What follows belongs to an exercise in optimizing a design on an open flow for small area, a short achievable clock period and few clock cycles per item; a production flow would make more cautious choices.
The RTL was checked by simulation tests, not by an equivalence proof against the original design.

// sha256_lane
module sha256_lane (
    input  wire         clk,
    input  wire         rst,
    input  wire         in_valid,
    output wire         in_ready,
    input  wire [31:0]  in_data,
    input  wire         in_last,
    input  wire [2:0]   in_nbytes,
    output wire         out_valid,
    output wire [255:0] out_digest
);
Settings: LEC_CHECK=0, CAP_MARGIN=30, CORE_MARGIN=2, CORE_UTILIZATION=30, PLACE_DENSITY=0.55, SETUP_SLACK_MARGIN=5, SLEW_MARGIN=40; clock period 10.0 ns.
run.sh (not shown) runs the stock make flow with config.mk's settings and CLKGATE_MAP_FILE= SYNTH_SCRIPT=/design/flow/synth_recipe.tcl, a recipe that flattens the netlist after the stock synthesis.
The baseline finished with timing, DRC and antenna clean.
Testbench counts at the start, summed over its fixed seeds: cycles 1,484,944, bytes 1,481,700.
Rerun with:
Settings changed: SETUP_SLACK_MARGIN 5 to default.
The new run completed with no timing, DRC or antenna violations.
Synthesized cell count is unchanged.
Final cell count fell by 1.7%.
Non-clock buffer count fell by 136.
Die area is unchanged.

========
sha256_lane, a different RTL version from the one above (not shown whole).
For scale: roughly 1200 flip-flops, roughly 300 I/O pins, about 53000 µm² of cells after synthesis.
// sha256_lane
module sha256_lane (
    input  wire         clk,
    input  wire         rst,
    input  wire         in_valid,
    output wire         in_ready,
    input  wire [31:0]  in_data,
    input  wire         in_last,
    input  wire [2:0]   in_nbytes,
    output wire         out_valid,
    output wire [255:0] out_digest
);
==> flow/config.mk <==
export PLATFORM = sky130hd
export DESIGN_NAME = sha256_lane
export DESIGN_NICKNAME = sha256_lane
export VERILOG_FILES = /design/flow/design.v
export SDC_FILE = /design/flow/constraint.sdc
export NUM_CORES = 4
export LEC_CHECK = 0
export ABC_AREA = 1
export CAP_MARGIN = 30
export CORE_MARGIN = 2
export CORE_UTILIZATION = 30
export PLACE_DENSITY = 0.55
export SETUP_SLACK_MARGIN = 5
export SLEW_MARGIN = 40
==> flow/constraint.sdc <==
create_clock -name core_clock -period 10.0 [get_ports {clk}]
set_input_delay 2.0000 -clock core_clock [delete_from_list [all_inputs] [get_ports {clk}]]
set_output_delay 2.0000 -clock core_clock [all_outputs]
set_load 0.01 [all_outputs]
standard.sh (not shown) runs the stock make flow with config.mk's settings and CLKGATE_MAP_FILE= SYNTH_SCRIPT=/design/flow/synth_recipe.tcl, a recipe that flattens the netlist after the stock synthesis.
==> flow/flow/run.sh <==
#!/bin/bash
# Standard ORFS layout with two changes to how it is built:
#  - ports are buffered with the smallest buffer (buf_1) rather than the one
#    buffer_ports picks by default;
#  - clock tree synthesis inserts no dummy load cells and builds the tree
#    from clkbuf_4 and clkbuf_8 cells.
set -euo pipefail
export BUFFER_PORTS_ARGS="-buffer_cell sky130_fd_sc_hd__buf_1"
export CTS_ARGS="-sink_clustering_enable -repair_clock_nets -dont_use_dummy_load -buf_list {sky130_fd_sc_hd__clkbuf_4 sky130_fd_sc_hd__clkbuf_8}"
bash standard.sh > standard.log 2>&1
The baseline completed with no timing, DRC or antenna violations.
Testbench counts at the start, summed over its fixed seeds: cycles 1,485,080, bytes 1,481,700.
==> next run, changes <==
--- a/flow/config.mk
+++ b/flow/config.mk
@@ -9,6 +9,6 @@
 export CAP_MARGIN = 30
 export CORE_MARGIN = 2
-export CORE_UTILIZATION = 30
-export PLACE_DENSITY = 0.55
+export CORE_UTILIZATION = 45
+export PLACE_DENSITY = 0.65
 export SETUP_SLACK_MARGIN = 5
 export SLEW_MARGIN = 40
What happened: Final area falls by 1.7%. Cell count falls by 9.3%. Setup slack gains 33 ps. Critical path depth falls by 4.
==> next run, changes <==
==> flow/flow/run.sh (replaced) <==
#!/bin/bash
# Standard ORFS layout with two changes to how it is built:
#  - ports are buffered with the smallest buffer (buf_1) rather than the one
#    buffer_ports picks by default;
#  - clock tree synthesis inserts no dummy load cells and builds the tree
#    from clkbuf_8 cells, each leaf buffer driving up to 14 flip-flops.
set -euo pipefail
export BUFFER_PORTS_ARGS="-buffer_cell sky130_fd_sc_hd__buf_1"
export CTS_ARGS="-sink_clustering_enable -repair_clock_nets -dont_use_dummy_load -buf_list {sky130_fd_sc_hd__clkbuf_8} -sink_clustering_size 14 -sink_clustering_max_diameter 80"
bash standard.sh > standard.log 2>&1
Effect:
- worst hold slack improves by 26 ps
- fmax went down by 0.83%
- design area decreases by 2.2%
- via count is lower by 1.4%
- non-clock buffer count is lower by 4
- utilization goes down by 1.1 points
- critical path depth rose by 3
- cell count is lower by 1.3%
==> next run, changes <==
--- a/flow/config.mk
+++ b/flow/config.mk
@@ -9,6 +9,6 @@
 export CAP_MARGIN = 30
 export CORE_MARGIN = 2
-export CORE_UTILIZATION = 45
-export PLACE_DENSITY = 0.65
+export CORE_UTILIZATION = 30
+export PLACE_DENSITY = 0.55
 export SETUP_SLACK_MARGIN = 5
 export SLEW_MARGIN = 40
Effect: Design area rose by 2.1%. Global-route usage fell by 10 points. Core utilization fell by 16 points. Cell count rose by 11%. Die area rose by 49%. Register-to-register slack is about the same. Via count fell by 1.0%. First-iteration DRC count fell by 19%.

-- port drivers added, routing unchanged --
No port has a modelled driver above. Below, the same layouts with a new extraction and two added sets of constraints. Step 1 sets driving cells, clkbuf_16 on the clock port and buf_2 on the other inputs (assumed; they add their load-dependent delay and slew). Step 2 adds t to the input delays and takes it off the output delays; t is the mean of the earliest and latest rising clock arrival at the registers after step 1. Input paths then give back, and output paths get back, about the clock's delay inside the block. Slacks: ideal ports / drivers / drivers and shift; pairs: ideal ports / drivers.
run	t (ns)	setup WS [ns]	clock arrival spread, ns	worst slew at a driven data input, ns
the first run of note 1	0.868	4.797 / 4.797 / 4.180	0.050 / 0.050	0.09
the second run of note 1	0.881	3.137 / 3.137 / 2.713	0.046 / 0.045	0.04
the first run of note 2	0.975	5.044 / 5.044 / 4.339	0.144 / 0.144	0.10
the second run of note 2	0.957	5.077 / 5.077 / 4.244	0.077 / 0.077	0.07
the third run of note 2	0.823	5.036 / 5.036 / 4.355	0.082 / 0.081	0.07
the fourth run of note 2	0.927	5.045 / 5.045 / 4.347	0.153 / 0.153	0.10
After both steps every run listed still meets setup and hold. The setup slack of the second run of note 2, which loses most, moves by 0.000 ns with the drivers and by -0.833 ns with both steps.
